What follows belongs to an exercise in optimizing a design on an open flow for a short achievable clock period and few clock cycles per item; a production flow would make more cautious choices.
No functional check of the RTL was part of any run shown here.

## flow/design.v (module list and top-level ports; edited modules follow where they fit)
// module patina_lane: 808 lines
module patina_lane (
    input  wire               clk,
    input  wire               rst,
    input  wire        [17:0] clamp_c,
    input  wire               lin_bypass,
    input  wire signed [31:0] k1,
    input  wire signed [31:0] k2,
    input  wire signed [31:0] k3,
    input  wire               patina_en,
    input  wire signed [11:0] dp,
    input  wire         [2:0] es,
    input  wire         [2:0] eq,
    input  wire        [15:0] out_offset,
    input  wire               in_valid,
    output wire               in_ready,
    input  wire        [13:0] in_code,
    input  wire        [31:0] in_entry,
    output wire               out_valid,
    input  wire               out_ready,
    output wire        [15:0] out_pix,
    output wire               out_hi,
    output wire               out_lo,
    output wire               out_defect
);
  // ...
==> flow/run.sh <==
#!/bin/bash
# synth_recipe.tcl (not shown) runs the flow's synth.tcl, then flattens the netlist and writes it again
# the make line also repeats each setting of config.mk as NAME=value (left out here)
make -C /OpenROAD-flow-scripts/flow DESIGN_CONFIG=/design/flow/config.mk WORK_HOME=/design/flow/orfs CLKGATE_MAP_FILE= SYNTH_SCRIPT=/design/flow/synth_recipe.tcl finish
==> flow/config.mk <==
export PLATFORM = sky130hd
export DESIGN_NAME = patina_lane
export DESIGN_NICKNAME = patina_lane
export VERILOG_FILES = /design/flow/design.v
export SDC_FILE = /design/flow/constraint.sdc
export NUM_CORES = 4
export LEC_CHECK = 0
export CAP_MARGIN = 20
export CORE_MARGIN = 2
export CORE_UTILIZATION = 40
export SLEW_MARGIN = 20
==> flow/constraint.sdc <==
create_clock -name core_clock -period 20.0 [get_ports {clk}]
set_input_delay 4.0000 -clock core_clock [delete_from_list [all_inputs] [get_ports {clk}]]
set_output_delay 4.0000 -clock core_clock [all_outputs]
set_load 0.01 [all_outputs]
==> out/qor.txt, run 1 <==
CLK BUF: 458
DRT antenna net count: 0
type of element launching the critical path: flip-flop
cts hold-fix bufs: 0
most common cell in the netlist: inv_1
syn nets: 21,600
routability cong.: 0.839
Placement Cell Area: 203,000 sq um
Setup TNS Final: 0 ns
Initial DRC Count: 5,833
largest net degree at the start of global routing: 76
final hold slack: 0.263 ns
post-DP HPWL: 318,000 microns
commonest non-fill, non-tap cells in the layout: 3,504 x inv_1, 3,319 x fa_1, 2,705 x dfxtp_1, 1,969 x and2_1, 1,226 x nand2_1
Period Utilization, post-route: 0.366
Yosys cell types: 98
min-delay src: db_4[9]$_DFF_P_
H-tree depth: 5
GR Util met3: 0.0239
fin util: 0.447
status: no timing/DRC/antenna violations
Adder-Cell Fraction of Synth Area: 0.410
reg2reg start: mm_r_180[15]$_DFF_P_
dpl cells: 23,300
Top Usage Layer GRT: met2
DR top layer: met5
largest family of logic cells by synthesized area: adder cells
WHS Path Cells: 0
Synth Cell Area: 194,000 sq um
Ys Warns: 1
DRT met1 WL: 192,000 microns
chip height: 700 microns
Starting Density: 0.402
Mean Syn Cell Area: 11.4 sq um
Crit path depth: 22
mux share of post-synthesis cell area: 0.0172
TritonCTS Buffers: 345
Synth Area in XOR/XNOR: 0.0179
Vias per Instance: 4.66
fillcell total: 44,600
initial antenna violation count: 30
==> run 2, diff against run 1 <==
==> flow/design.v (replaced) <==
module patina_lane (
    input  wire               clk,
    input  wire               rst,
    input  wire        [17:0] clamp_c,
    input  wire               lin_bypass,
    input  wire signed [31:0] k1,
    input  wire signed [31:0] k2,
    input  wire signed [31:0] k3,
    input  wire               patina_en,
    input  wire signed [11:0] dp,
    input  wire         [2:0] es,
    input  wire         [2:0] eq,
    input  wire        [15:0] out_offset,
    input  wire               in_valid,
    output wire               in_ready,
    input  wire        [13:0] in_code,
    input  wire        [31:0] in_entry,
    output wire               out_valid,
    input  wire               out_ready,
    output wire        [15:0] out_pix,
    output wire               out_hi,
    output wire               out_lo,
    output wire               out_defect
);
    localparam QD = 16;
    reg        in_rdy_r;
    reg  [4:0] cred;
    reg        ov;                  
    wire       take    = in_valid && in_rdy_r;
    wire       deliver = ov && out_ready;
    wire [5:0] cred_up = cred + 6'd1;
    wire [5:0] cred_dn = cred - 6'd1;
    always @(posedge clk) begin
        if (rst) begin
            cred     <= 6'd0;
            in_rdy_r <= 1'b1;
        end else begin
            if (take && !deliver)
                cred <= cred_up;
            else if (deliver && !take)
                cred <= cred_dn;
            in_rdy_r <= (cred <= QD - 1);
        end
    end
    assign in_ready = in_rdy_r;
    reg        [17:0] c_clamp;
    reg               c_byp;
    reg signed [31:0] c_k1, c_k2, c_k3;
    reg               c_pen;
    reg signed [11:0] c_dp;
    reg         [2:0] c_es, c_eq;
    reg        [15:0] c_off;
    reg signed [33:0] d_k1p;         
    reg               d_byp, d_pen;
    reg         [2:0] d_eq;
    reg        [15:0] d_off;
    always @(posedge clk) begin
        c_clamp <= clamp_c;
        c_byp   <= lin_bypass;
        c_k1    <= k1;
        c_k2    <= k2;
        c_k3    <= k3;
        c_pen   <= patina_en;
        c_dp    <= dp;
        c_es    <= es;
        c_eq    <= eq;
        c_off   <= out_offset;
        d_k1p   <= 34'sd536870912 + c_k1;
        d_byp   <= c_byp;
        d_pen   <= c_pen;
        d_eq    <= c_eq;
        d_off   <= c_off;
    end
    reg        v1;
    reg [13:0] code1;
    reg [31:0] ent1;
    always @(posedge clk) begin
        v1    <= !rst && take;
        code1 <= in_code;
        ent1  <= in_entry;
    end
    reg signed [19:0] x_2;
    reg [0:0] hi_2;
    reg [0:0] lo_2;
    reg [31:0] ent_2;
    reg [35:0] sq_r_120;
    reg [35:0] sq_r_121;
    reg [35:0] sq_r_122;
    reg [35:0] sq_r_123;
    reg [54:0] ka_r_124;
    reg [54:0] ka_r_125;
    reg [54:0] ka_r_126;
    reg [54:0] ka_r_127;
    reg signed [19:0] x_3;
    reg [0:0] hi_3;
    reg [0:0] lo_3;
    reg [31:0] ent_3;
    reg signed [16:0] sdp_3;
    reg [54:0] kr_139;
    reg [54:0] kr_140;
    reg [54:0] kr_141;
    reg signed [19:0] x_4;
    reg [0:0] hi_4;
    reg [0:0] lo_4;
    reg [31:0] ent_4;
    reg [17:0] w_4;
    reg signed [14:0] sr_4;
    reg [54:0] mm_r_197;
    reg [54:0] mm_r_198;
    reg [54:0] mm_r_199;
    reg [54:0] mm_r_200;
    reg signed [19:0] x_5;
    reg [0:0] hi_5;
    reg [0:0] lo_5;
    reg signed [15:0] ds_5;
    reg signed [2:0] q_5;
    reg [13:0] g_5;
    reg signed [19:0] x_6;
    reg [0:0] hi_6;
    reg [0:0] lo_6;
    reg signed [15:0] ds_6;
    reg signed [2:0] q_6;
    reg [13:0] g_6;
    reg signed [36:0] m_6;
    reg signed [22:0] db_6;
    reg signed [22:0] dl_6;
    reg signed [22:0] dh_6;
    reg [56:0] xm_r_263;
    reg [56:0] xm_r_264;
    reg [56:0] xm_r_265;
    reg signed [19:0] x_7;
    reg [0:0] hi_7;
    reg [0:0] lo_7;
    reg signed [15:0] ds_7;
    reg signed [2:0] q_7;
    reg [13:0] g_7;
    reg signed [22:0] db_7;
    reg signed [22:0] dl_7;
    reg signed [22:0] dh_7;
    reg [0:0] hi_8;
    reg [0:0] lo_8;
    reg signed [2:0] q_8;
    reg [13:0] g_8;
    reg signed [22:0] d_8;
    reg signed [21:0] y_8;
    reg [45:0] dd_r_337;
    reg [45:0] dd_r_338;
    reg [45:0] dd_r_339;
    reg [45:0] dd_r_340;
    reg [0:0] hi_9;
    reg [0:0] lo_9;
    reg signed [2:0] q_9;
    reg [13:0] g_9;
    reg signed [22:0] d_9;
    reg signed [20:0] r_9;
    reg [0:0] hi_10;
    reg [0:0] lo_10;
    reg signed [2:0] q_10;
    reg [13:0] g_10;
    reg signed [22:0] d_10;
    reg signed [20:0] r_10;
    reg [51:0] dds_10;
    reg [0:0] ee_ci_360;
    reg [31:0] ee_r_361;
    reg [31:0] ee_r_362;
    reg [0:0] hi_11;
    reg [0:0] lo_11;
    reg [13:0] g_11;
    reg signed [20:0] r_11;
    reg [45:0] eg_r_397;
    reg [45:0] eg_r_398;
    reg [45:0] eg_r_399;
    reg [45:0] eg_r_400;
    reg [45:0] eg_r_401;
    reg [45:0] eg_r_402;
    reg [45:0] eg_r_403;
    reg [45:0] eg_r_404;
    reg [0:0] hi_12;
    reg [0:0] lo_12;
    reg signed [20:0] r_12;
    reg [0:0] z_12;
    reg [0:0] eg_ci_420;
    reg [30:0] eg_r_421;
    reg [30:0] eg_r_422;
    reg [0:0] hi_13;
    reg [0:0] lo_13;
    reg signed [20:0] r_13;
    reg [0:0] z_13;
    reg v2;
    reg v3;
    reg v4;
    reg v5;
    reg v6;
    reg v7;
    reg v8;
    reg v9;
    reg v10;
    reg v11;
    reg v12;
    reg v13;
    wire [35:0] sq_a_1 = {{16{x_2[19]}}, x_2};
    wire [35:0] sq_p_2 = ({36{x_2[0]}} & (sq_a_1 << 0));
    wire [35:0] sq_p_3 = ({36{x_2[1]}} & (sq_a_1 << 1));
    wire [35:0] sq_p_4 = ({36{x_2[2]}} & (sq_a_1 << 2));
    wire [35:0] sq_p_5 = ({36{x_2[3]}} & (sq_a_1 << 3));
    wire [35:0] sq_p_6 = ({36{x_2[4]}} & (sq_a_1 << 4));
    wire [35:0] sq_p_7 = ({36{x_2[5]}} & (sq_a_1 << 5));
    wire [35:0] sq_p_8 = ({36{x_2[6]}} & (sq_a_1 << 6));
    wire [35:0] sq_p_9 = ({36{x_2[7]}} & (sq_a_1 << 7));
    wire [35:0] sq_p_10 = ({36{x_2[8]}} & (sq_a_1 << 8));
    wire [35:0] sq_p_11 = ({36{x_2[9]}} & (sq_a_1 << 9));
    wire [35:0] sq_p_12 = ({36{x_2[10]}} & (sq_a_1 << 10));
    wire [35:0] sq_p_13 = ({36{x_2[11]}} & (sq_a_1 << 11));
    wire [35:0] sq_p_14 = ({36{x_2[12]}} & (sq_a_1 << 12));
    wire [35:0] sq_p_15 = ({36{x_2[13]}} & (sq_a_1 << 13));
    wire [35:0] sq_p_16 = ({36{x_2[14]}} & (sq_a_1 << 14));
    wire [35:0] sq_p_17 = ({36{x_2[15]}} & (sq_a_1 << 15));
    wire [35:0] sq_p_18 = ({36{x_2[16]}} & (sq_a_1 << 16));
    wire [35:0] sq_p_19 = ({36{x_2[17]}} & (sq_a_1 << 17));
    wire [35:0] sq_p_20 = ({36{x_2[18]}} & (sq_a_1 << 18));
    wire [35:0] sq_p_21 = ~({36{x_2[19]}} & (sq_a_1 << 19));
    wire [54:0] ka_a_22 = {{23{c_k2[31]}}, c_k2};
    wire [54:0] ka_p_23 = ({55{x_2[0]}} & (ka_a_22 << 0));
    wire [54:0] ka_p_24 = ({55{x_2[1]}} & (ka_a_22 << 1));
    wire [54:0] ka_p_25 = ({55{x_2[2]}} & (ka_a_22 << 2));
    wire [54:0] ka_p_26 = ({55{x_2[3]}} & (ka_a_22 << 3));
    wire [54:0] ka_p_27 = ({55{x_2[4]}} & (ka_a_22 << 4));
    wire [54:0] ka_p_28 = ({55{x_2[5]}} & (ka_a_22 << 5));
    wire [54:0] ka_p_29 = ({55{x_2[6]}} & (ka_a_22 << 6));
    wire [54:0] ka_p_30 = ({55{x_2[7]}} & (ka_a_22 << 7));
    wire [54:0] ka_p_31 = ({55{x_2[8]}} & (ka_a_22 << 8));
    wire [54:0] ka_p_32 = ({55{x_2[9]}} & (ka_a_22 << 9));
    wire [54:0] ka_p_33 = ({55{x_2[10]}} & (ka_a_22 << 10));
    wire [54:0] ka_p_34 = ({55{x_2[11]}} & (ka_a_22 << 11));
    wire [54:0] ka_p_35 = ({55{x_2[12]}} & (ka_a_22 << 12));
    wire [54:0] ka_p_36 = ({55{x_2[13]}} & (ka_a_22 << 13));
    wire [54:0] ka_p_37 = ({55{x_2[14]}} & (ka_a_22 << 14));
    wire [54:0] ka_p_38 = ({55{x_2[15]}} & (ka_a_22 << 15));
    wire [54:0] ka_p_39 = ({55{x_2[16]}} & (ka_a_22 << 16));
    wire [54:0] ka_p_40 = ({55{x_2[17]}} & (ka_a_22 << 17));
    wire [54:0] ka_p_41 = ({55{x_2[18]}} & (ka_a_22 << 18));
    wire [54:0] ka_p_42 = ~({55{x_2[19]}} & (ka_a_22 << 19));
    wire [54:0] ka_v_43 = {{21{d_k1p[33]}}, d_k1p};
    wire [4:0] slw = ent_2[7:3];
    wire [16:0] sd_a_44 = {{5{c_dp[11]}}, c_dp};
    wire [16:0] sd_p_45 = ({17{slw[0]}} & (sd_a_44 << 0));
    wire [16:0] sd_p_46 = ({17{slw[1]}} & (sd_a_44 << 1));
    wire [16:0] sd_p_47 = ({17{slw[2]}} & (sd_a_44 << 2));
    wire [16:0] sd_p_48 = ({17{slw[3]}} & (sd_a_44 << 3));
    wire [16:0] sd_p_49 = ~({17{slw[4]}} & (sd_a_44 << 4));
    wire [35:0] sq_s_50 = sq_p_2 ^ sq_p_3 ^ sq_p_4;
    wire [35:0] sq_c_51 = ((sq_p_2 & sq_p_3) | (sq_p_2 & sq_p_4) | (sq_p_3 & sq_p_4)) << 1;
    wire [35:0] sq_s_52 = sq_p_5 ^ sq_p_6 ^ sq_p_7;
    wire [35:0] sq_c_53 = ((sq_p_5 & sq_p_6) | (sq_p_5 & sq_p_7) | (sq_p_6 & sq_p_7)) << 1;
    wire [35:0] sq_s_54 = sq_p_8 ^ sq_p_9 ^ sq_p_10;
    wire [35:0] sq_c_55 = ((sq_p_8 & sq_p_9) | (sq_p_8 & sq_p_10) | (sq_p_9 & sq_p_10)) << 1;
    wire [35:0] sq_s_56 = sq_p_11 ^ sq_p_12 ^ sq_p_13;
    wire [35:0] sq_c_57 = ((sq_p_11 & sq_p_12) | (sq_p_11 & sq_p_13) | (sq_p_12 & sq_p_13)) << 1;
    wire [35:0] sq_s_58 = sq_p_14 ^ sq_p_15 ^ sq_p_16;
    wire [35:0] sq_c_59 = ((sq_p_14 & sq_p_15) | (sq_p_14 & sq_p_16) | (sq_p_15 & sq_p_16)) << 1;
    wire [35:0] sq_s_60 = sq_p_17 ^ sq_p_18 ^ sq_p_19;
    wire [35:0] sq_c_61 = ((sq_p_17 & sq_p_18) | (sq_p_17 & sq_p_19) | (sq_p_18 & sq_p_19)) << 1;
    wire [35:0] sq_s_62 = sq_p_20 ^ sq_p_21 ^ 36'd131073;
    wire [35:0] sq_c_63 = ((sq_p_20 & sq_p_21) | (sq_p_20 & 36'd131073) | (sq_p_21 & 36'd131073)) << 1;
    wire [35:0] sq_s_64 = sq_s_50 ^ sq_c_51 ^ sq_s_52;
    wire [35:0] sq_c_65 = ((sq_s_50 & sq_c_51) | (sq_s_50 & sq_s_52) | (sq_c_51 & sq_s_52)) << 1;
    wire [35:0] sq_s_66 = sq_c_53 ^ sq_s_54 ^ sq_c_55;
    wire [35:0] sq_c_67 = ((sq_c_53 & sq_s_54) | (sq_c_53 & sq_c_55) | (sq_s_54 & sq_c_55)) << 1;
    wire [35:0] sq_s_68 = sq_s_56 ^ sq_c_57 ^ sq_s_58;
    wire [35:0] sq_c_69 = ((sq_s_56 & sq_c_57) | (sq_s_56 & sq_s_58) | (sq_c_57 & sq_s_58)) << 1;
    wire [35:0] sq_s_70 = sq_c_59 ^ sq_s_60 ^ sq_c_61;
    wire [35:0] sq_c_71 = ((sq_c_59 & sq_s_60) | (sq_c_59 & sq_c_61) | (sq_s_60 & sq_c_61)) << 1;
    wire [35:0] sq_s_72 = sq_s_64 ^ sq_c_65 ^ sq_s_66;
    wire [35:0] sq_c_73 = ((sq_s_64 & sq_c_65) | (sq_s_64 & sq_s_66) | (sq_c_65 & sq_s_66)) << 1;
    wire [35:0] sq_s_74 = sq_c_67 ^ sq_s_68 ^ sq_c_69;
    wire [35:0] sq_c_75 = ((sq_c_67 & sq_s_68) | (sq_c_67 & sq_c_69) | (sq_s_68 & sq_c_69)) << 1;
    wire [35:0] sq_s_76 = sq_s_70 ^ sq_c_71 ^ sq_s_62;
    wire [35:0] sq_c_77 = ((sq_s_70 & sq_c_71) | (sq_s_70 & sq_s_62) | (sq_c_71 & sq_s_62)) << 1;
    wire [35:0] sq_s_78 = sq_s_72 ^ sq_c_73 ^ sq_s_74;
    wire [35:0] sq_c_79 = ((sq_s_72 & sq_c_73) | (sq_s_72 & sq_s_74) | (sq_c_73 & sq_s_74)) << 1;
    wire [35:0] sq_s_80 = sq_c_75 ^ sq_s_76 ^ sq_c_77;
    wire [35:0] sq_c_81 = ((sq_c_75 & sq_s_76) | (sq_c_75 & sq_c_77) | (sq_s_76 & sq_c_77)) << 1;
    wire [35:0] sq_s_82 = sq_s_78 ^ sq_c_79 ^ sq_s_80;
    wire [35:0] sq_c_83 = ((sq_s_78 & sq_c_79) | (sq_s_78 & sq_s_80) | (sq_c_79 & sq_s_80)) << 1;
    wire [54:0] ka_s_84 = ka_p_23 ^ ka_p_24 ^ ka_p_25;
    wire [54:0] ka_c_85 = ((ka_p_23 & ka_p_24) | (ka_p_23 & ka_p_25) | (ka_p_24 & ka_p_25)) << 1;
    wire [54:0] ka_s_86 = ka_p_26 ^ ka_p_27 ^ ka_p_28;
    wire [54:0] ka_c_87 = ((ka_p_26 & ka_p_27) | (ka_p_26 & ka_p_28) | (ka_p_27 & ka_p_28)) << 1;
    wire [54:0] ka_s_88 = ka_p_29 ^ ka_p_30 ^ ka_p_31;
    wire [54:0] ka_c_89 = ((ka_p_29 & ka_p_30) | (ka_p_29 & ka_p_31) | (ka_p_30 & ka_p_31)) << 1;
    wire [54:0] ka_s_90 = ka_p_32 ^ ka_p_33 ^ ka_p_34;
    wire [54:0] ka_c_91 = ((ka_p_32 & ka_p_33) | (ka_p_32 & ka_p_34) | (ka_p_33 & ka_p_34)) << 1;
    wire [54:0] ka_s_92 = ka_p_35 ^ ka_p_36 ^ ka_p_37;
    wire [54:0] ka_c_93 = ((ka_p_35 & ka_p_36) | (ka_p_35 & ka_p_37) | (ka_p_36 & ka_p_37)) << 1;
    wire [54:0] ka_s_94 = ka_p_38 ^ ka_p_39 ^ ka_p_40;
    wire [54:0] ka_c_95 = ((ka_p_38 & ka_p_39) | (ka_p_38 & ka_p_40) | (ka_p_39 & ka_p_40)) << 1;
    wire [54:0] ka_s_96 = ka_p_41 ^ ka_p_42 ^ (ka_v_43 << 18);
    wire [54:0] ka_c_97 = ((ka_p_41 & ka_p_42) | (ka_p_41 & (ka_v_43 << 18)) | (ka_p_42 & (ka_v_43 << 18))) << 1;
    wire [54:0] ka_s_98 = ka_s_84 ^ ka_c_85 ^ ka_s_86;
    wire [54:0] ka_c_99 = ((ka_s_84 & ka_c_85) | (ka_s_84 & ka_s_86) | (ka_c_85 & ka_s_86)) << 1;
    wire [54:0] ka_s_100 = ka_c_87 ^ ka_s_88 ^ ka_c_89;
    wire [54:0] ka_c_101 = ((ka_c_87 & ka_s_88) | (ka_c_87 & ka_c_89) | (ka_s_88 & ka_c_89)) << 1;
    wire [54:0] ka_s_102 = ka_s_90 ^ ka_c_91 ^ ka_s_92;
    wire [54:0] ka_c_103 = ((ka_s_90 & ka_c_91) | (ka_s_90 & ka_s_92) | (ka_c_91 & ka_s_92)) << 1;
    wire [54:0] ka_s_104 = ka_c_93 ^ ka_s_94 ^ ka_c_95;
    wire [54:0] ka_c_105 = ((ka_c_93 & ka_s_94) | (ka_c_93 & ka_c_95) | (ka_s_94 & ka_c_95)) << 1;
    wire [54:0] ka_s_106 = ka_s_96 ^ ka_c_97 ^ 55'd131073;
    wire [54:0] ka_c_107 = ((ka_s_96 & ka_c_97) | (ka_s_96 & 55'd131073) | (ka_c_97 & 55'd131073)) << 1;
    wire [54:0] ka_s_108 = ka_s_98 ^ ka_c_99 ^ ka_s_100;
    wire [54:0] ka_c_109 = ((ka_s_98 & ka_c_99) | (ka_s_98 & ka_s_100) | (ka_c_99 & ka_s_100)) << 1;
    wire [54:0] ka_s_110 = ka_c_101 ^ ka_s_102 ^ ka_c_103;
    wire [54:0] ka_c_111 = ((ka_c_101 & ka_s_102) | (ka_c_101 & ka_c_103) | (ka_s_102 & ka_c_103)) << 1;
    wire [54:0] ka_s_112 = ka_s_104 ^ ka_c_105 ^ ka_s_106;
    wire [54:0] ka_c_113 = ((ka_s_104 & ka_c_105) | (ka_s_104 & ka_s_106) | (ka_c_105 & ka_s_106)) << 1;
    wire [54:0] ka_s_114 = ka_s_108 ^ ka_c_109 ^ ka_s_110;
    wire [54:0] ka_c_115 = ((ka_s_108 & ka_c_109) | (ka_s_108 & ka_s_110) | (ka_c_109 & ka_s_110)) << 1;
    wire [54:0] ka_s_116 = ka_c_111 ^ ka_s_112 ^ ka_c_113;
    wire [54:0] ka_c_117 = ((ka_c_111 & ka_s_112) | (ka_c_111 & ka_c_113) | (ka_s_112 & ka_c_113)) << 1;
    wire [54:0] ka_s_118 = ka_s_114 ^ ka_c_115 ^ ka_s_116;
    wire [54:0] ka_c_119 = ((ka_s_114 & ka_c_115) | (ka_s_114 & ka_s_116) | (ka_c_115 & ka_s_116)) << 1;
    wire [16:0] sd_t_128 = sd_p_45 + sd_p_46 + sd_p_47 + sd_p_48 + sd_p_49 + 17'd1;
    wire [35:0] sq_s_129 = sq_r_120 ^ sq_r_121 ^ sq_r_122;
    wire [35:0] sq_c_130 = ((sq_r_120 & sq_r_121) | (sq_r_120 & sq_r_122) | (sq_r_121 & sq_r_122)) << 1;
    wire [35:0] sq_s_131 = sq_s_129 ^ sq_c_130 ^ sq_r_123;
    wire [35:0] sq_c_132 = ((sq_s_129 & sq_c_130) | (sq_s_129 & sq_r_123) | (sq_c_130 & sq_r_123)) << 1;
    wire [35:0] sq_t_133 = sq_s_131 + sq_c_132;
    wire [17:0] ww = sq_t_133[35:18];
    wire [54:0] ka_s_134 = ka_r_124 ^ ka_r_125 ^ ka_r_126;
    wire [54:0] ka_c_135 = ((ka_r_124 & ka_r_125) | (ka_r_124 & ka_r_126) | (ka_r_125 & ka_r_126)) << 1;
    wire [54:0] ka_s_136 = ka_s_134 ^ ka_c_135 ^ ka_r_127;
    wire [54:0] ka_c_137 = ((ka_s_134 & ka_c_135) | (ka_s_134 & ka_r_127) | (ka_c_135 & ka_r_127)) << 1;
    wire [18:0] ka_lo_138 = {1'b0, ka_s_136[17:0]} + {1'b0, ka_c_137[17:0]};
    wire signed [23:0] sdp_e = sdp_3 <<< c_es;
    wire signed [23:0] sdp_r = (sdp_e + 24'sd512) >>> 10;
    wire [54:0] mm_a_142 = {{23{c_k3[31]}}, c_k3};
    wire [54:0] mm_p_143 = ({55{w_4[0]}} & (mm_a_142 << 0));
    wire [54:0] mm_p_144 = ({55{w_4[1]}} & (mm_a_142 << 1));
    wire [54:0] mm_p_145 = ({55{w_4[2]}} & (mm_a_142 << 2));
    wire [54:0] mm_p_146 = ({55{w_4[3]}} & (mm_a_142 << 3));
    wire [54:0] mm_p_147 = ({55{w_4[4]}} & (mm_a_142 << 4));
    wire [54:0] mm_p_148 = ({55{w_4[5]}} & (mm_a_142 << 5));
    wire [54:0] mm_p_149 = ({55{w_4[6]}} & (mm_a_142 << 6));
    wire [54:0] mm_p_150 = ({55{w_4[7]}} & (mm_a_142 << 7));
    wire [54:0] mm_p_151 = ({55{w_4[8]}} & (mm_a_142 << 8));
    wire [54:0] mm_p_152 = ({55{w_4[9]}} & (mm_a_142 << 9));
    wire [54:0] mm_p_153 = ({55{w_4[10]}} & (mm_a_142 << 10));
    wire [54:0] mm_p_154 = ({55{w_4[11]}} & (mm_a_142 << 11));
    wire [54:0] mm_p_155 = ({55{w_4[12]}} & (mm_a_142 << 12));
    wire [54:0] mm_p_156 = ({55{w_4[13]}} & (mm_a_142 << 13));
    wire [54:0] mm_p_157 = ({55{w_4[14]}} & (mm_a_142 << 14));
    wire [54:0] mm_p_158 = ({55{w_4[15]}} & (mm_a_142 << 15));
    wire [54:0] mm_p_159 = ({55{w_4[16]}} & (mm_a_142 << 16));
    wire [54:0] mm_p_160 = ({55{w_4[17]}} & (mm_a_142 << 17));
    wire [54:0] mm_s_161 = mm_p_143 ^ mm_p_144 ^ mm_p_145;
    wire [54:0] mm_c_162 = ((mm_p_143 & mm_p_144) | (mm_p_143 & mm_p_145) | (mm_p_144 & mm_p_145)) << 1;
    wire [54:0] mm_s_163 = mm_p_146 ^ mm_p_147 ^ mm_p_148;
    wire [54:0] mm_c_164 = ((mm_p_146 & mm_p_147) | (mm_p_146 & mm_p_148) | (mm_p_147 & mm_p_148)) << 1;
    wire [54:0] mm_s_165 = mm_p_149 ^ mm_p_150 ^ mm_p_151;
    wire [54:0] mm_c_166 = ((mm_p_149 & mm_p_150) | (mm_p_149 & mm_p_151) | (mm_p_150 & mm_p_151)) << 1;
    wire [54:0] mm_s_167 = mm_p_152 ^ mm_p_153 ^ mm_p_154;
    wire [54:0] mm_c_168 = ((mm_p_152 & mm_p_153) | (mm_p_152 & mm_p_154) | (mm_p_153 & mm_p_154)) << 1;
    wire [54:0] mm_s_169 = mm_p_155 ^ mm_p_156 ^ mm_p_157;
    wire [54:0] mm_c_170 = ((mm_p_155 & mm_p_156) | (mm_p_155 & mm_p_157) | (mm_p_156 & mm_p_157)) << 1;
    wire [54:0] mm_s_171 = mm_p_158 ^ mm_p_159 ^ mm_p_160;
    wire [54:0] mm_c_172 = ((mm_p_158 & mm_p_159) | (mm_p_158 & mm_p_160) | (mm_p_159 & mm_p_160)) << 1;
    wire [54:0] mm_s_173 = kr_139 ^ kr_140 ^ kr_141;
    wire [54:0] mm_c_174 = ((kr_139 & kr_140) | (kr_139 & kr_141) | (kr_140 & kr_141)) << 1;
    wire [54:0] mm_s_175 = mm_s_161 ^ mm_c_162 ^ mm_s_163;
    wire [54:0] mm_c_176 = ((mm_s_161 & mm_c_162) | (mm_s_161 & mm_s_163) | (mm_c_162 & mm_s_163)) << 1;
    wire [54:0] mm_s_177 = mm_c_164 ^ mm_s_165 ^ mm_c_166;
    wire [54:0] mm_c_178 = ((mm_c_164 & mm_s_165) | (mm_c_164 & mm_c_166) | (mm_s_165 & mm_c_166)) << 1;
    wire [54:0] mm_s_179 = mm_s_167 ^ mm_c_168 ^ mm_s_169;
    wire [54:0] mm_c_180 = ((mm_s_167 & mm_c_168) | (mm_s_167 & mm_s_169) | (mm_c_168 & mm_s_169)) << 1;
    wire [54:0] mm_s_181 = mm_c_170 ^ mm_s_171 ^ mm_c_172;
    wire [54:0] mm_c_182 = ((mm_c_170 & mm_s_171) | (mm_c_170 & mm_c_172) | (mm_s_171 & mm_c_172)) << 1;
    wire [54:0] mm_s_183 = mm_s_173 ^ mm_c_174 ^ 55'd131072;
    wire [54:0] mm_c_184 = ((mm_s_173 & mm_c_174) | (mm_s_173 & 55'd131072) | (mm_c_174 & 55'd131072)) << 1;
    wire [54:0] mm_s_185 = mm_s_175 ^ mm_c_176 ^ mm_s_177;
    wire [54:0] mm_c_186 = ((mm_s_175 & mm_c_176) | (mm_s_175 & mm_s_177) | (mm_c_176 & mm_s_177)) << 1;
    wire [54:0] mm_s_187 = mm_c_178 ^ mm_s_179 ^ mm_c_180;
    wire [54:0] mm_c_188 = ((mm_c_178 & mm_s_179) | (mm_c_178 & mm_c_180) | (mm_s_179 & mm_c_180)) << 1;
    wire [54:0] mm_s_189 = mm_s_181 ^ mm_c_182 ^ mm_s_183;
    wire [54:0] mm_c_190 = ((mm_s_181 & mm_c_182) | (mm_s_181 & mm_s_183) | (mm_c_182 & mm_s_183)) << 1;
    wire [54:0] mm_s_191 = mm_s_185 ^ mm_c_186 ^ mm_s_187;
    wire [54:0] mm_c_192 = ((mm_s_185 & mm_c_186) | (mm_s_185 & mm_s_187) | (mm_c_186 & mm_s_187)) << 1;
    wire [54:0] mm_s_193 = mm_c_188 ^ mm_s_189 ^ mm_c_190;
    wire [54:0] mm_c_194 = ((mm_c_188 & mm_s_189) | (mm_c_188 & mm_c_190) | (mm_s_189 & mm_c_190)) << 1;
    wire [54:0] mm_s_195 = mm_s_191 ^ mm_c_192 ^ mm_s_193;
    wire [54:0] mm_c_196 = ((mm_s_191 & mm_c_192) | (mm_s_191 & mm_s_193) | (mm_c_192 & mm_s_193)) << 1;
    wire signed [15:0] ndsw = -(($signed(ent_4[17:8]) <<< 2) + sr_4);
    wire [54:0] mm_s_201 = mm_r_197 ^ mm_r_198 ^ mm_r_199;
    wire [54:0] mm_c_202 = ((mm_r_197 & mm_r_198) | (mm_r_197 & mm_r_199) | (mm_r_198 & mm_r_199)) << 1;
    wire [54:0] mm_s_203 = mm_s_201 ^ mm_c_202 ^ mm_r_200;
    wire [54:0] mm_c_204 = ((mm_s_201 & mm_c_202) | (mm_s_201 & mm_r_200) | (mm_c_202 & mm_r_200)) << 1;
    wire [54:0] mm_t_205 = mm_s_203 + mm_c_204;
    wire signed [22:0] dbw = x_5 + ds_5;
    wire signed [22:0] dlw = -23'sd2097152 + ds_5;
    wire signed [22:0] dhw = 23'sd2097151 + ds_5;
    wire [56:0] xm_a_206 = {{20{m_6[36]}}, m_6};
    wire [56:0] xm_p_207 = ({57{x_6[0]}} & (xm_a_206 << 0));
    wire [56:0] xm_p_208 = ({57{x_6[1]}} & (xm_a_206 << 1));
    wire [56:0] xm_p_209 = ({57{x_6[2]}} & (xm_a_206 << 2));
    wire [56:0] xm_p_210 = ({57{x_6[3]}} & (xm_a_206 << 3));
    wire [56:0] xm_p_211 = ({57{x_6[4]}} & (xm_a_206 << 4));
    wire [56:0] xm_p_212 = ({57{x_6[5]}} & (xm_a_206 << 5));
    wire [56:0] xm_p_213 = ({57{x_6[6]}} & (xm_a_206 << 6));
    wire [56:0] xm_p_214 = ({57{x_6[7]}} & (xm_a_206 << 7));
    wire [56:0] xm_p_215 = ({57{x_6[8]}} & (xm_a_206 << 8));
    wire [56:0] xm_p_216 = ({57{x_6[9]}} & (xm_a_206 << 9));
    wire [56:0] xm_p_217 = ({57{x_6[10]}} & (xm_a_206 << 10));
    wire [56:0] xm_p_218 = ({57{x_6[11]}} & (xm_a_206 << 11));
    wire [56:0] xm_p_219 = ({57{x_6[12]}} & (xm_a_206 << 12));
    wire [56:0] xm_p_220 = ({57{x_6[13]}} & (xm_a_206 << 13));
    wire [56:0] xm_p_221 = ({57{x_6[14]}} & (xm_a_206 << 14));
    wire [56:0] xm_p_222 = ({57{x_6[15]}} & (xm_a_206 << 15));
    wire [56:0] xm_p_223 = ({57{x_6[16]}} & (xm_a_206 << 16));
    wire [56:0] xm_p_224 = ({57{x_6[17]}} & (xm_a_206 << 17));
    wire [56:0] xm_p_225 = ({57{x_6[18]}} & (xm_a_206 << 18));
    wire [56:0] xm_p_226 = ~({57{x_6[19]}} & (xm_a_206 << 19));
    wire [56:0] xm_s_227 = xm_p_207 ^ xm_p_208 ^ xm_p_209;
    wire [56:0] xm_c_228 = ((xm_p_207 & xm_p_208) | (xm_p_207 & xm_p_209) | (xm_p_208 & xm_p_209)) << 1;
    wire [56:0] xm_s_229 = xm_p_210 ^ xm_p_211 ^ xm_p_212;
    wire [56:0] xm_c_230 = ((xm_p_210 & xm_p_211) | (xm_p_210 & xm_p_212) | (xm_p_211 & xm_p_212)) << 1;
    wire [56:0] xm_s_231 = xm_p_213 ^ xm_p_214 ^ xm_p_215;
    wire [56:0] xm_c_232 = ((xm_p_213 & xm_p_214) | (xm_p_213 & xm_p_215) | (xm_p_214 & xm_p_215)) << 1;
    wire [56:0] xm_s_233 = xm_p_216 ^ xm_p_217 ^ xm_p_218;
    wire [56:0] xm_c_234 = ((xm_p_216 & xm_p_217) | (xm_p_216 & xm_p_218) | (xm_p_217 & xm_p_218)) << 1;
    wire [56:0] xm_s_235 = xm_p_219 ^ xm_p_220 ^ xm_p_221;
    wire [56:0] xm_c_236 = ((xm_p_219 & xm_p_220) | (xm_p_219 & xm_p_221) | (xm_p_220 & xm_p_221)) << 1;
    wire [56:0] xm_s_237 = xm_p_222 ^ xm_p_223 ^ xm_p_224;
    wire [56:0] xm_c_238 = ((xm_p_222 & xm_p_223) | (xm_p_222 & xm_p_224) | (xm_p_223 & xm_p_224)) << 1;
    wire [56:0] xm_s_239 = xm_p_225 ^ xm_p_226 ^ 57'd268435457;
    wire [56:0] xm_c_240 = ((xm_p_225 & xm_p_226) | (xm_p_225 & 57'd268435457) | (xm_p_226 & 57'd268435457)) << 1;
    wire [56:0] xm_s_241 = xm_s_227 ^ xm_c_228 ^ xm_s_229;
    wire [56:0] xm_c_242 = ((xm_s_227 & xm_c_228) | (xm_s_227 & xm_s_229) | (xm_c_228 & xm_s_229)) << 1;
    wire [56:0] xm_s_243 = xm_c_230 ^ xm_s_231 ^ xm_c_232;
    wire [56:0] xm_c_244 = ((xm_c_230 & xm_s_231) | (xm_c_230 & xm_c_232) | (xm_s_231 & xm_c_232)) << 1;
    wire [56:0] xm_s_245 = xm_s_233 ^ xm_c_234 ^ xm_s_235;
    wire [56:0] xm_c_246 = ((xm_s_233 & xm_c_234) | (xm_s_233 & xm_s_235) | (xm_c_234 & xm_s_235)) << 1;
    wire [56:0] xm_s_247 = xm_c_236 ^ xm_s_237 ^ xm_c_238;
    wire [56:0] xm_c_248 = ((xm_c_236 & xm_s_237) | (xm_c_236 & xm_c_238) | (xm_s_237 & xm_c_238)) << 1;
    wire [56:0] xm_s_249 = xm_s_241 ^ xm_c_242 ^ xm_s_243;
    wire [56:0] xm_c_250 = ((xm_s_241 & xm_c_242) | (xm_s_241 & xm_s_243) | (xm_c_242 & xm_s_243)) << 1;
    wire [56:0] xm_s_251 = xm_c_244 ^ xm_s_245 ^ xm_c_246;
    wire [56:0] xm_c_252 = ((xm_c_244 & xm_s_245) | (xm_c_244 & xm_c_246) | (xm_s_245 & xm_c_246)) << 1;
    wire [56:0] xm_s_253 = xm_s_247 ^ xm_c_248 ^ xm_s_239;
    wire [56:0] xm_c_254 = ((xm_s_247 & xm_c_248) | (xm_s_247 & xm_s_239) | (xm_c_248 & xm_s_239)) << 1;
    wire [56:0] xm_s_255 = xm_s_249 ^ xm_c_250 ^ xm_s_251;
    wire [56:0] xm_c_256 = ((xm_s_249 & xm_c_250) | (xm_s_249 & xm_s_251) | (xm_c_250 & xm_s_251)) << 1;
    wire [56:0] xm_s_257 = xm_c_252 ^ xm_s_253 ^ xm_c_254;
    wire [56:0] xm_c_258 = ((xm_c_252 & xm_s_253) | (xm_c_252 & xm_c_254) | (xm_s_253 & xm_c_254)) << 1;
    wire [56:0] xm_s_259 = xm_s_255 ^ xm_c_256 ^ xm_s_257;
    wire [56:0] xm_c_260 = ((xm_s_255 & xm_c_256) | (xm_s_255 & xm_s_257) | (xm_c_256 & xm_s_257)) << 1;
    wire [56:0] xm_s_261 = xm_s_259 ^ xm_c_260 ^ xm_c_258;
    wire [56:0] xm_c_262 = ((xm_s_259 & xm_c_260) | (xm_s_259 & xm_c_258) | (xm_c_260 & xm_c_258)) << 1;
    wire [56:0] xm_s_266 = xm_r_263 ^ xm_r_264 ^ xm_r_265;
    wire [56:0] xm_c_267 = ((xm_r_263 & xm_r_264) | (xm_r_263 & xm_r_265) | (xm_r_264 & xm_r_265)) << 1;
    wire [56:0] xd_v_268 = {{41{ds_7[15]}}, ds_7};
    wire [56:0] xd_s_269 = xm_s_266 ^ xm_c_267 ^ (xd_v_268 << 29);
    wire [56:0] xd_c_270 = ((xm_s_266 & xm_c_267) | (xm_s_266 & (xd_v_268 << 29)) | (xm_c_267 & (xd_v_268 << 29))) << 1;
    wire [56:0] xm_t_271 = xm_s_266 + xm_c_267;
    wire [56:0] xd_t_272 = xd_s_269 + xd_c_270;
    wire signed [27:0] pw = xm_t_271[56:29];
    wire p_lo = (pw < -28'sd2097152);
    wire p_hi = (pw > 28'sd2097151);
    reg signed [22:0] dw;
    reg signed [21:0] yw;
    always @(*) begin
        if (d_byp) begin dw = db_7; yw = x_7; end
        else if (p_lo) begin dw = dl_7; yw = -22'sd2097152; end
        else if (p_hi) begin dw = dh_7; yw = 22'sd2097151; end
        else begin dw = xd_t_272[51:29]; yw = pw[21:0]; end
    end
    wire [45:0] dd_a_273 = {{23{d_8[22]}}, d_8};
    wire [45:0] dd_p_274 = ({46{d_8[0]}} & (dd_a_273 << 0));
    wire [45:0] dd_p_275 = ({46{d_8[1]}} & (dd_a_273 << 1));
    wire [45:0] dd_p_276 = ({46{d_8[2]}} & (dd_a_273 << 2));
    wire [45:0] dd_p_277 = ({46{d_8[3]}} & (dd_a_273 << 3));
    wire [45:0] dd_p_278 = ({46{d_8[4]}} & (dd_a_273 << 4));
    wire [45:0] dd_p_279 = ({46{d_8[5]}} & (dd_a_273 << 5));
    wire [45:0] dd_p_280 = ({46{d_8[6]}} & (dd_a_273 << 6));
    wire [45:0] dd_p_281 = ({46{d_8[7]}} & (dd_a_273 << 7));
    wire [45:0] dd_p_282 = ({46{d_8[8]}} & (dd_a_273 << 8));
    wire [45:0] dd_p_283 = ({46{d_8[9]}} & (dd_a_273 << 9));
    wire [45:0] dd_p_284 = ({46{d_8[10]}} & (dd_a_273 << 10));
    wire [45:0] dd_p_285 = ({46{d_8[11]}} & (dd_a_273 << 11));
    wire [45:0] dd_p_286 = ({46{d_8[12]}} & (dd_a_273 << 12));
    wire [45:0] dd_p_287 = ({46{d_8[13]}} & (dd_a_273 << 13));
    wire [45:0] dd_p_288 = ({46{d_8[14]}} & (dd_a_273 << 14));
    wire [45:0] dd_p_289 = ({46{d_8[15]}} & (dd_a_273 << 15));
    wire [45:0] dd_p_290 = ({46{d_8[16]}} & (dd_a_273 << 16));
    wire [45:0] dd_p_291 = ({46{d_8[17]}} & (dd_a_273 << 17));
    wire [45:0] dd_p_292 = ({46{d_8[18]}} & (dd_a_273 << 18));
    wire [45:0] dd_p_293 = ({46{d_8[19]}} & (dd_a_273 << 19));
    wire [45:0] dd_p_294 = ({46{d_8[20]}} & (dd_a_273 << 20));
    wire [45:0] dd_p_295 = ({46{d_8[21]}} & (dd_a_273 << 21));
    wire [45:0] dd_p_296 = ~({46{d_8[22]}} & (dd_a_273 << 22));
    wire signed [20:0] rw = ($signed({y_8[21], y_8}) + 23'sd2) >>> 2;
    wire [45:0] dd_s_297 = dd_p_274 ^ dd_p_275 ^ dd_p_276;
    wire [45:0] dd_c_298 = ((dd_p_274 & dd_p_275) | (dd_p_274 & dd_p_276) | (dd_p_275 & dd_p_276)) << 1;
    wire [45:0] dd_s_299 = dd_p_277 ^ dd_p_278 ^ dd_p_279;
    wire [45:0] dd_c_300 = ((dd_p_277 & dd_p_278) | (dd_p_277 & dd_p_279) | (dd_p_278 & dd_p_279)) << 1;
    wire [45:0] dd_s_301 = dd_p_280 ^ dd_p_281 ^ dd_p_282;
    wire [45:0] dd_c_302 = ((dd_p_280 & dd_p_281) | (dd_p_280 & dd_p_282) | (dd_p_281 & dd_p_282)) << 1;
    wire [45:0] dd_s_303 = dd_p_283 ^ dd_p_284 ^ dd_p_285;
    wire [45:0] dd_c_304 = ((dd_p_283 & dd_p_284) | (dd_p_283 & dd_p_285) | (dd_p_284 & dd_p_285)) << 1;
    wire [45:0] dd_s_305 = dd_p_286 ^ dd_p_287 ^ dd_p_288;
    wire [45:0] dd_c_306 = ((dd_p_286 & dd_p_287) | (dd_p_286 & dd_p_288) | (dd_p_287 & dd_p_288)) << 1;
    wire [45:0] dd_s_307 = dd_p_289 ^ dd_p_290 ^ dd_p_291;
    wire [45:0] dd_c_308 = ((dd_p_289 & dd_p_290) | (dd_p_289 & dd_p_291) | (dd_p_290 & dd_p_291)) << 1;
    wire [45:0] dd_s_309 = dd_p_292 ^ dd_p_293 ^ dd_p_294;
    wire [45:0] dd_c_310 = ((dd_p_292 & dd_p_293) | (dd_p_292 & dd_p_294) | (dd_p_293 & dd_p_294)) << 1;
    wire [45:0] dd_s_311 = dd_p_295 ^ dd_p_296 ^ 46'd1;
    wire [45:0] dd_c_312 = ((dd_p_295 & dd_p_296) | (dd_p_295 & 46'd1) | (dd_p_296 & 46'd1)) << 1;
    wire [45:0] dd_s_313 = dd_s_297 ^ dd_c_298 ^ dd_s_299;
    wire [45:0] dd_c_314 = ((dd_s_297 & dd_c_298) | (dd_s_297 & dd_s_299) | (dd_c_298 & dd_s_299)) << 1;
    wire [45:0] dd_s_315 = dd_c_300 ^ dd_s_301 ^ dd_c_302;
    wire [45:0] dd_c_316 = ((dd_c_300 & dd_s_301) | (dd_c_300 & dd_c_302) | (dd_s_301 & dd_c_302)) << 1;
    wire [45:0] dd_s_317 = dd_s_303 ^ dd_c_304 ^ dd_s_305;
    wire [45:0] dd_c_318 = ((dd_s_303 & dd_c_304) | (dd_s_303 & dd_s_305) | (dd_c_304 & dd_s_305)) << 1;
    wire [45:0] dd_s_319 = dd_c_306 ^ dd_s_307 ^ dd_c_308;
    wire [45:0] dd_c_320 = ((dd_c_306 & dd_s_307) | (dd_c_306 & dd_c_308) | (dd_s_307 & dd_c_308)) << 1;
    wire [45:0] dd_s_321 = dd_s_309 ^ dd_c_310 ^ dd_s_311;
    wire [45:0] dd_c_322 = ((dd_s_309 & dd_c_310) | (dd_s_309 & dd_s_311) | (dd_c_310 & dd_s_311)) << 1;
    wire [45:0] dd_s_323 = dd_s_313 ^ dd_c_314 ^ dd_s_315;
    wire [45:0] dd_c_324 = ((dd_s_313 & dd_c_314) | (dd_s_313 & dd_s_315) | (dd_c_314 & dd_s_315)) << 1;
    wire [45:0] dd_s_325 = dd_c_316 ^ dd_s_317 ^ dd_c_318;
    wire [45:0] dd_c_326 = ((dd_c_316 & dd_s_317) | (dd_c_316 & dd_c_318) | (dd_s_317 & dd_c_318)) << 1;
    wire [45:0] dd_s_327 = dd_s_319 ^ dd_c_320 ^ dd_s_321;
    wire [45:0] dd_c_328 = ((dd_s_319 & dd_c_320) | (dd_s_319 & dd_s_321) | (dd_c_320 & dd_s_321)) << 1;
    wire [45:0] dd_s_329 = dd_s_323 ^ dd_c_324 ^ dd_s_325;
    wire [45:0] dd_c_330 = ((dd_s_323 & dd_c_324) | (dd_s_323 & dd_s_325) | (dd_c_324 & dd_s_325)) << 1;
    wire [45:0] dd_s_331 = dd_c_326 ^ dd_s_327 ^ dd_c_328;
    wire [45:0] dd_c_332 = ((dd_c_326 & dd_s_327) | (dd_c_326 & dd_c_328) | (dd_s_327 & dd_c_328)) << 1;
    wire [45:0] dd_s_333 = dd_s_329 ^ dd_c_330 ^ dd_s_331;
    wire [45:0] dd_c_334 = ((dd_s_329 & dd_c_330) | (dd_s_329 & dd_s_331) | (dd_c_330 & dd_s_331)) << 1;
    wire [45:0] dd_s_335 = dd_c_332 ^ dd_c_322 ^ dd_c_312;
    wire [45:0] dd_c_336 = ((dd_c_332 & dd_c_322) | (dd_c_332 & dd_c_312) | (dd_c_322 & dd_c_312)) << 1;
    wire [45:0] dd_s_341 = dd_r_337 ^ dd_r_338 ^ dd_r_339;
    wire [45:0] dd_c_342 = ((dd_r_337 & dd_r_338) | (dd_r_337 & dd_r_339) | (dd_r_338 & dd_r_339)) << 1;
    wire [45:0] dd_s_343 = dd_s_341 ^ dd_c_342 ^ dd_r_340;
    wire [45:0] dd_c_344 = ((dd_s_341 & dd_c_342) | (dd_s_341 & dd_r_340) | (dd_c_342 & dd_r_340)) << 1;
    wire [45:0] dd_t_345 = dd_s_343 + dd_c_344;
    wire [51:0] ddsw = {7'd0, dd_t_345[44:0]} << d_eq;
    wire [57:0] ee_a_346 = {6'd0, dds_10};
    wire [57:0] ee_p_347 = ({58{q_10[0]}} & (ee_a_346 << 0));
    wire [57:0] ee_p_348 = ({58{q_10[1]}} & (ee_a_346 << 1));
    wire [57:0] ee_p_349 = ~({58{q_10[2]}} & (ee_a_346 << 2));
    wire [57:0] ee_v_350 = {{35{d_10[22]}}, d_10};
    wire [57:0] ee_s_351 = ee_p_347 ^ ee_p_348 ^ ee_p_349;
    wire [57:0] ee_c_352 = ((ee_p_347 & ee_p_348) | (ee_p_347 & ee_p_349) | (ee_p_348 & ee_p_349)) << 1;
    wire [57:0] ee_s_353 = ee_s_351 ^ ee_c_352 ^ (ee_v_350 << 26);
    wire [57:0] ee_c_354 = ((ee_s_351 & ee_c_352) | (ee_s_351 & (ee_v_350 << 26)) | (ee_c_352 & (ee_v_350 << 26))) << 1;
    wire [57:0] ee_s_355 = ee_s_353 ^ ee_c_354 ^ 58'd33554433;
    wire [57:0] ee_c_356 = ((ee_s_353 & ee_c_354) | (ee_s_353 & 58'd33554433) | (ee_c_354 & 58'd33554433)) << 1;
    wire [26:0] ee_lo_357 = {1'b0, ee_s_355[25:0]} + {1'b0, ee_c_356[25:0]};
    wire [31:0] ee_h_358 = ee_s_355[57:26];
    wire [31:0] ee_h_359 = ee_c_356[57:26];
    wire [32:0] ee_u_363 = {ee_r_361, 1'b1} + {ee_r_362, ee_ci_360};
    wire [31:0] ee_t_364 = ee_u_363[32:1];
    wire signed [31:0] ew = ee_t_364;
    wire [45:0] eg_a_365 = {{16{ew[29]}}, ew};
    wire [45:0] eg_p_366 = ({46{g_11[0]}} & (eg_a_365 << 0));
    wire [45:0] eg_p_367 = ({46{g_11[1]}} & (eg_a_365 << 1));
    wire [45:0] eg_p_368 = ({46{g_11[2]}} & (eg_a_365 << 2));
    wire [45:0] eg_p_369 = ({46{g_11[3]}} & (eg_a_365 << 3));
    wire [45:0] eg_p_370 = ({46{g_11[4]}} & (eg_a_365 << 4));
    wire [45:0] eg_p_371 = ({46{g_11[5]}} & (eg_a_365 << 5));
    wire [45:0] eg_p_372 = ({46{g_11[6]}} & (eg_a_365 << 6));
    wire [45:0] eg_p_373 = ({46{g_11[7]}} & (eg_a_365 << 7));
    wire [45:0] eg_p_374 = ({46{g_11[8]}} & (eg_a_365 << 8));
    wire [45:0] eg_p_375 = ({46{g_11[9]}} & (eg_a_365 << 9));
    wire [45:0] eg_p_376 = ({46{g_11[10]}} & (eg_a_365 << 10));
    wire [45:0] eg_p_377 = ({46{g_11[11]}} & (eg_a_365 << 11));
    wire [45:0] eg_p_378 = ({46{g_11[12]}} & (eg_a_365 << 12));
    wire [45:0] eg_p_379 = ({46{g_11[13]}} & (eg_a_365 << 13));
    wire [45:0] eg_v_380 = {30'd0, d_off};
    wire [45:0] eg_s_381 = eg_p_366 ^ eg_p_367 ^ eg_p_368;
    wire [45:0] eg_c_382 = ((eg_p_366 & eg_p_367) | (eg_p_366 & eg_p_368) | (eg_p_367 & eg_p_368)) << 1;
    wire [45:0] eg_s_383 = eg_p_369 ^ eg_p_370 ^ eg_p_371;
    wire [45:0] eg_c_384 = ((eg_p_369 & eg_p_370) | (eg_p_369 & eg_p_371) | (eg_p_370 & eg_p_371)) << 1;
    wire [45:0] eg_s_385 = eg_p_372 ^ eg_p_373 ^ eg_p_374;
    wire [45:0] eg_c_386 = ((eg_p_372 & eg_p_373) | (eg_p_372 & eg_p_374) | (eg_p_373 & eg_p_374)) << 1;
    wire [45:0] eg_s_387 = eg_p_375 ^ eg_p_376 ^ eg_p_377;
    wire [45:0] eg_c_388 = ((eg_p_375 & eg_p_376) | (eg_p_375 & eg_p_377) | (eg_p_376 & eg_p_377)) << 1;
    wire [45:0] eg_s_389 = eg_p_378 ^ eg_p_379 ^ (eg_v_380 << 15);
    wire [45:0] eg_c_390 = ((eg_p_378 & eg_p_379) | (eg_p_378 & (eg_v_380 << 15)) | (eg_p_379 & (eg_v_380 << 15))) << 1;
    wire [45:0] eg_s_391 = eg_s_381 ^ eg_c_382 ^ eg_s_383;
    wire [45:0] eg_c_392 = ((eg_s_381 & eg_c_382) | (eg_s_381 & eg_s_383) | (eg_c_382 & eg_s_383)) << 1;
    wire [45:0] eg_s_393 = eg_c_384 ^ eg_s_385 ^ eg_c_386;
    wire [45:0] eg_c_394 = ((eg_c_384 & eg_s_385) | (eg_c_384 & eg_c_386) | (eg_s_385 & eg_c_386)) << 1;
    wire [45:0] eg_s_395 = eg_s_387 ^ eg_c_388 ^ eg_s_389;
    wire [45:0] eg_c_396 = ((eg_s_387 & eg_c_388) | (eg_s_387 & eg_s_389) | (eg_c_388 & eg_s_389)) << 1;
    wire [45:0] eg_s_405 = eg_r_397 ^ eg_r_398 ^ eg_r_399;
    wire [45:0] eg_c_406 = ((eg_r_397 & eg_r_398) | (eg_r_397 & eg_r_399) | (eg_r_398 & eg_r_399)) << 1;
    wire [45:0] eg_s_407 = eg_r_400 ^ eg_r_401 ^ eg_r_402;
    wire [45:0] eg_c_408 = ((eg_r_400 & eg_r_401) | (eg_r_400 & eg_r_402) | (eg_r_401 & eg_r_402)) << 1;
    wire [45:0] eg_s_409 = eg_s_405 ^ eg_c_406 ^ eg_s_407;
    wire [45:0] eg_c_410 = ((eg_s_405 & eg_c_406) | (eg_s_405 & eg_s_407) | (eg_c_406 & eg_s_407)) << 1;
    wire [45:0] eg_s_411 = eg_c_408 ^ eg_r_403 ^ eg_r_404;
    wire [45:0] eg_c_412 = ((eg_c_408 & eg_r_403) | (eg_c_408 & eg_r_404) | (eg_r_403 & eg_r_404)) << 1;
    wire [45:0] eg_s_413 = eg_s_409 ^ eg_c_410 ^ eg_s_411;
    wire [45:0] eg_c_414 = ((eg_s_409 & eg_c_410) | (eg_s_409 & eg_s_411) | (eg_c_410 & eg_s_411)) << 1;
    wire [45:0] eg_s_415 = eg_s_413 ^ eg_c_414 ^ eg_c_412;
    wire [45:0] eg_c_416 = ((eg_s_413 & eg_c_414) | (eg_s_413 & eg_c_412) | (eg_c_414 & eg_c_412)) << 1;
    wire [15:0] eg_lo_417 = {1'b0, eg_s_415[14:0]} + {1'b0, eg_c_416[14:0]};
    wire [30:0] eg_h_418 = eg_s_415[45:15];
    wire [30:0] eg_h_419 = eg_c_416[45:15];
    wire [31:0] eg_u_423 = {eg_r_421, 1'b1} + {eg_r_422, eg_ci_420};
    wire [30:0] eg_t_424 = eg_u_423[31:1];
    wire signed [30:0] o = eg_t_424;
    wire signed [20:0] r = r_13;
    wire hi = hi_13, lo = lo_13, z = z_13;
    wire vl = v13;
    always @(posedge clk) begin
        x_2 <= $signed({2'b00, code1, 4'b0000}) - $signed({2'b00, c_clamp});
        hi_2 <= (code1 == 14'h3FFF);
        lo_2 <= (code1 == 14'h0000);
        ent_2 <= ent1;
        sq_r_120 <= sq_s_82;
        sq_r_121 <= sq_c_83;
        sq_r_122 <= sq_c_81;
        sq_r_123 <= sq_c_63;
        ka_r_124 <= ka_s_118;
        ka_r_125 <= ka_c_119;
        ka_r_126 <= ka_c_117;
        ka_r_127 <= ka_c_107;
        x_3 <= x_2;
        hi_3 <= hi_2;
        lo_3 <= lo_2;
        ent_3 <= ent_2;
        sdp_3 <= sd_t_128;
        kr_139 <= {ka_s_136[54:18], 18'd0};
        kr_140 <= {ka_c_137[54:18], 18'd0};
        kr_141 <= {36'd0, ka_lo_138[18], 18'd0};
        x_4 <= x_3;
        hi_4 <= hi_3;
        lo_4 <= lo_3;
        ent_4 <= ent_3;
        w_4 <= ww;
        sr_4 <= sdp_r[14:0];
        mm_r_197 <= mm_s_195;
        mm_r_198 <= mm_c_196;
        mm_r_199 <= mm_c_194;
        mm_r_200 <= mm_c_184;
        x_5 <= x_4;
        hi_5 <= hi_4;
        lo_5 <= lo_4;
        ds_5 <= ndsw;
        q_5 <= ent_4[2:0];
        g_5 <= ent_4[31:18];
        x_6 <= x_5;
        hi_6 <= hi_5;
        lo_6 <= lo_5;
        ds_6 <= ds_5;
        q_6 <= q_5;
        g_6 <= g_5;
        m_6 <= mm_t_205[54:18];
        db_6 <= dbw;
        dl_6 <= dlw;
        dh_6 <= dhw;
        xm_r_263 <= xm_s_261;
        xm_r_264 <= xm_c_262;
        xm_r_265 <= xm_c_240;
        x_7 <= x_6;
        hi_7 <= hi_6;
        lo_7 <= lo_6;
        ds_7 <= ds_6;
        q_7 <= q_6;
        g_7 <= g_6;
        db_7 <= db_6;
        dl_7 <= dl_6;
        dh_7 <= dh_6;
        hi_8 <= hi_7;
        lo_8 <= lo_7;
        q_8 <= q_7;
        g_8 <= g_7;
        d_8 <= dw;
        y_8 <= yw;
        dd_r_337 <= dd_s_333;
        dd_r_338 <= dd_c_334;
        dd_r_339 <= dd_s_335;
        dd_r_340 <= dd_c_336;
        hi_9 <= hi_8;
        lo_9 <= lo_8;
        q_9 <= q_8;
        g_9 <= g_8;
        d_9 <= d_8;
        r_9 <= rw;
        hi_10 <= hi_9;
        lo_10 <= lo_9;
        q_10 <= q_9;
        g_10 <= g_9;
        d_10 <= d_9;
        r_10 <= r_9;
        dds_10 <= ddsw;
        ee_ci_360 <= ee_lo_357[26];
        ee_r_361 <= ee_h_358;
        ee_r_362 <= ee_h_359;
        hi_11 <= hi_10;
        lo_11 <= lo_10;
        g_11 <= g_10;
        r_11 <= r_10;
        eg_r_397 <= eg_s_391;
        eg_r_398 <= eg_c_392;
        eg_r_399 <= eg_s_393;
        eg_r_400 <= eg_c_394;
        eg_r_401 <= eg_s_395;
        eg_r_402 <= eg_c_396;
        eg_r_403 <= eg_c_390;
        eg_r_404 <= 46'd16384;
        hi_12 <= hi_11;
        lo_12 <= lo_11;
        r_12 <= r_11;
        z_12 <= (g_11 == 14'd0);
        eg_ci_420 <= eg_lo_417[15];
        eg_r_421 <= eg_h_418;
        eg_r_422 <= eg_h_419;
        hi_13 <= hi_12;
        lo_13 <= lo_12;
        r_13 <= r_12;
        z_13 <= z_12;
        v2 <= !rst && v1;
        v3 <= !rst && v2;
        v4 <= !rst && v3;
        v5 <= !rst && v4;
        v6 <= !rst && v5;
        v7 <= !rst && v6;
        v8 <= !rst && v7;
        v9 <= !rst && v8;
        v10 <= !rst && v9;
        v11 <= !rst && v10;
        v12 <= !rst && v11;
        v13 <= !rst && v12;
    end
    reg [15:0] val;
    always @(*) begin
        if (d_pen) begin
            if (z)
                val = 16'd0;
            else if (o < 0)
                val = 16'd0;
            else if (o > 31'sd65535)
                val = 16'hFFFF;
            else
                val = o[15:0];
        end else begin
            if (r < 0)
                val = 16'd0;
            else if (r > 21'sd65535)
                val = 16'hFFFF;
            else
                val = r[15:0];
        end
        if (hi)
            val = 16'hFFFF;
        else if (lo)
            val = 16'd0;
    end
    wire [18:0] res = {d_pen && z && !hi && !lo, lo, hi, val};
    reg [18:0] q [0:QD-1];
    reg [4:0] wr, rd;
    reg [18:0] oreg;
    wire       qempty = (wr == rd);
    wire       load   = (!ov || out_ready) && (!qempty || vl);
    always @(posedge clk) begin
        if (vl)
            q[wr[4-1:0]] <= res;
        if (load)
            oreg <= qempty ? res : q[rd[4-1:0]];
    end
    always @(posedge clk) begin
        if (rst) begin
            wr <= 0;
            rd <= 0;
            ov <= 1'b0;
        end else begin
            if (vl)
                wr <= wr + 1'b1;
            if (load) begin
                rd <= rd + 1'b1;
                ov <= 1'b1;
            end else if (out_ready) begin
                ov <= 1'b0;
            end
        end
    end
    assign out_valid  = ov;
    assign out_pix    = oreg[15:0];
    assign out_hi     = oreg[16];
    assign out_lo     = oreg[17];
    assign out_defect = oreg[18];
endmodule
==> run 2 against run 1 <==
Net effect:
- via count fell by 0.64%
- critical endpoint is now out_pix[12]
- non-clock buffer count fell by 24
- synthesized area fell by 4.0%
- utilization fell by 0.34 points
- synthesized cell count fell by 1.6%
- still clean
==> out/qor.txt, run 2 <==
max reg flops: 304
crit end category: output pin
Initial DRC Count: 6,459 (+11%)
DR vias: 111,000
area grow syn2layout: 10.5%
Mean Syn Cell Area: 11.1 sq um (-2.4%)
critical path class: flip-flop to output pin
routability cong.: 0.885 (+5.5%)
grt ovf: 0
Die W: 686 microns
Top FF cell, synth: dfxtp_1
async set-or-reset flop fraction in the synthesized netlist: 0
post-CTS sizing: 0
CP peak stage delay: 0.54 ns
Worst Skew: 0.0718 ns
port bufs: 220
Yosys top cell area share: 0.365
DRT Pass-1 Iters: 6
Synth Cell Area: 186,000 sq um (-4.0%)
RSZ-0062 raised after global routing: false
Max Fanout on Critical Path: 1
first-pass GRT wire length: 701,000 microns
Vias per Instance: 4.76 (+2.2%)
TritonCTS clock tree: done
commonest non-fill, non-tap cells in the layout: 3,512 x inv_1, 3,392 x fa_1, 2,246 x dfxtp_1, 1,761 x and2_1, 1,474 x nand2_1
CTS sink cnt: 2,611
Ys Warns: 1 (unchanged)
cell family with most CP delay: buffers and inverters
worst-margin pin slew: 1.21 ns
DRT antenna net count: 0 (unchanged)
Max Transition Viols Final: 0
post-DP HPWL: 333,000 microns (+4.8%)
sequential fraction of the synthesis area: 0.299
final net count: 21,500
TritonCTS Buffers: 300 (-13%)
FF+latch count, synth: 2,611
number of synthesized flops with an enable pin: 323
CP bufs+invs: 1
R2R Setup Slk: 14.39 ns
worst-skew pair later-pin latency: 0.95 ns
top cells by count, synth: 3,512 x inv_1, 3,392 x fa_1, 2,288 x dfxtp_1
io pins: 221
crit path max-delay cell type: clkdlybuf4s50_1
post-DR wirelength/cell: 18.8 microns
vias in the first global route: 122,000
Die ar.: 470,000 sq um
CP arrival: 1.82 ns
GRT Overall Usage: 0.191
clock tree buffer depth: 4
Tmin final: 5.82 ns
Clock transition at path regs: 0.06 ns
syn nets: 21,400 (-1.0%)
initial antenna violation count: 21 (-30%)
core area: 463,000 sq um
Period Utilization, post-route: 0.291 (-0.0754)
H-tree depth: 5 (unchanged)
chip height: 686 microns (-2.0%)
worst hold-check path type: flip-flop to flip-flop
cells after synthesis: 16,800
largest cells by area after synthesis: fa_1 37%, dfxtp_1 25%, inv_1 7.1%, ha_1 6.8%, and2_1 5.9%
clk root buf: clkbuf_16
Starting Density: 0.401 (about the same)
final hold viol count: 0
row count: 250
endpoints failing setup: 0
Max Cap Viol: 0
Slew HR: 0.192
Setup TNS Final: 0 ns (unchanged)
commonest non-fill, non-tap cell in the layout: inv_1
most common cell in the netlist: inv_1
post-CTS setup buffers: 0
largest net degree at the start of global routing: 57 (-25%)
status: no timing/DRC/antenna violations
Yosys cell types: 103 (+5.1%)
Max Clock Freq: 172 MHz
type of element launching the critical path: flip-flop
CP Cell Sequence: clkdlybuf4s50_1
largest area contributor in the netlist: fa_1
layout cell share with drive strength beyond 1: 0.0529
cts hold-fix bufs: 0 (unchanged)
critical path required time: 16.00 ns
fin util: 0.444 (-0.00339)
number of remaining DRC errors: 0
final WL: 438,000 microns
[run 2: metrics by stage]
stage / worst slack (ns) / cells / hold WS, ns / instance area [sq um]
2_1_floorplan: 14.33 / 16800 / 0.310 / 186000
3_3_place_gp: 13.58 / 22700 / 0.310 / 195000
3_5_place_dp: 13.68 / 22700 / 0.312 / 195000
4_1_cts: 14.08 / 23300 / 0.291 / 205000
5_1_grt: 14.03 / 23300 / 0.313 / 205000
6_report: 14.18 / 23300 / 0.299 / 205000
[run 2: final cells by class]
class,count,area [sq um]
clock buffer,389,8420
tap,6174,7720
inverter,3515,13200
multi-input combinational,10100,115000
timing repair buffer,368,3310
fill,43200,258000
antenna,14,35.0
sequential,2611,55600
clock inverter,148,2110
[run 2: routing by layer]
| metal | GRT usage | wire length [microns] | up-vias |
|---|---|---|---|
| met4 | 0.0607 | 15500 | 6 |
| met2 | 0.330 | 213000 | 2577 |
| met1 | 0.250 | 188000 | 56900 |
| met3 | 0.0244 | 21700 | 680 |
| li1 | - | - | 50600 |
| met5 | 0 | 46 | - |
[run 2: path summary, 6_finish.rpt]
kind                                         to  cells after the start                 start
worst max-delay path                out_pix[12]                      1    oreg[12]$_DFFE_PP_
worst min-delay path            dh_7[8]$_DFF_P_                      0       dh_6[8]$_DFF_P_
worst max register to register  d_8[22]$_DFF_P_                     15  xm_r_263[19]$_DFF_P_
worst min register to register  dh_7[8]$_DFF_P_                      0       dh_6[8]$_DFF_P_
[run 2: logic make-up (layout without fill, tap and decap cells)]
kind of cell               count (synthesis)  in the layout  share of synthesized area
buffers and inverters                   4107           4420                     0.0831
other                                      0             14                          0
AOI/OAI and AO/OA                       1009           1009                     0.0353
DFF                                     2611           2611                      0.299
muxes                                    210            210                     0.0188
adders and majority gates               4409           4409                      0.434
xor gates and xnor gates                 368            368                     0.0173
and+or+nand+nor                         4076           4076                      0.113

port drivers added, routing unchanged:
Ports are ideal in the flow. The routed layouts listed here were re-timed in OpenROAD. Step 1: set_driving_cell puts a clkbuf_16 on clk and a buf_2 on each other input, an assumption about the parent block. Step 2 also shifts input and output timing later by t, the mid clock arrival at the registers, as if the neighbouring blocks saw the same clock. Slacks: ideal / step 1 / step 2; pairs: ideal / step 1.
run | shift t [ns] | setup slack, ns | worst setup path after step 2 | slew at the worst register clock pin (ns) | pins driven straight from the clock port
run 1 | 1.067 | 12.673 / 12.673 / 12.673 | register to register | 0.07 / 0.07 | 1
run 2 | 1.040 | 14.182 / 14.057 / 13.673 | input to register | 0.07 / 0.07 | 1
After both steps setup and hold are still met in every run listed. For run 2, which loses most, drivers alone change the setup slack by -0.125 ns; drivers and shift together by -0.509 ns.
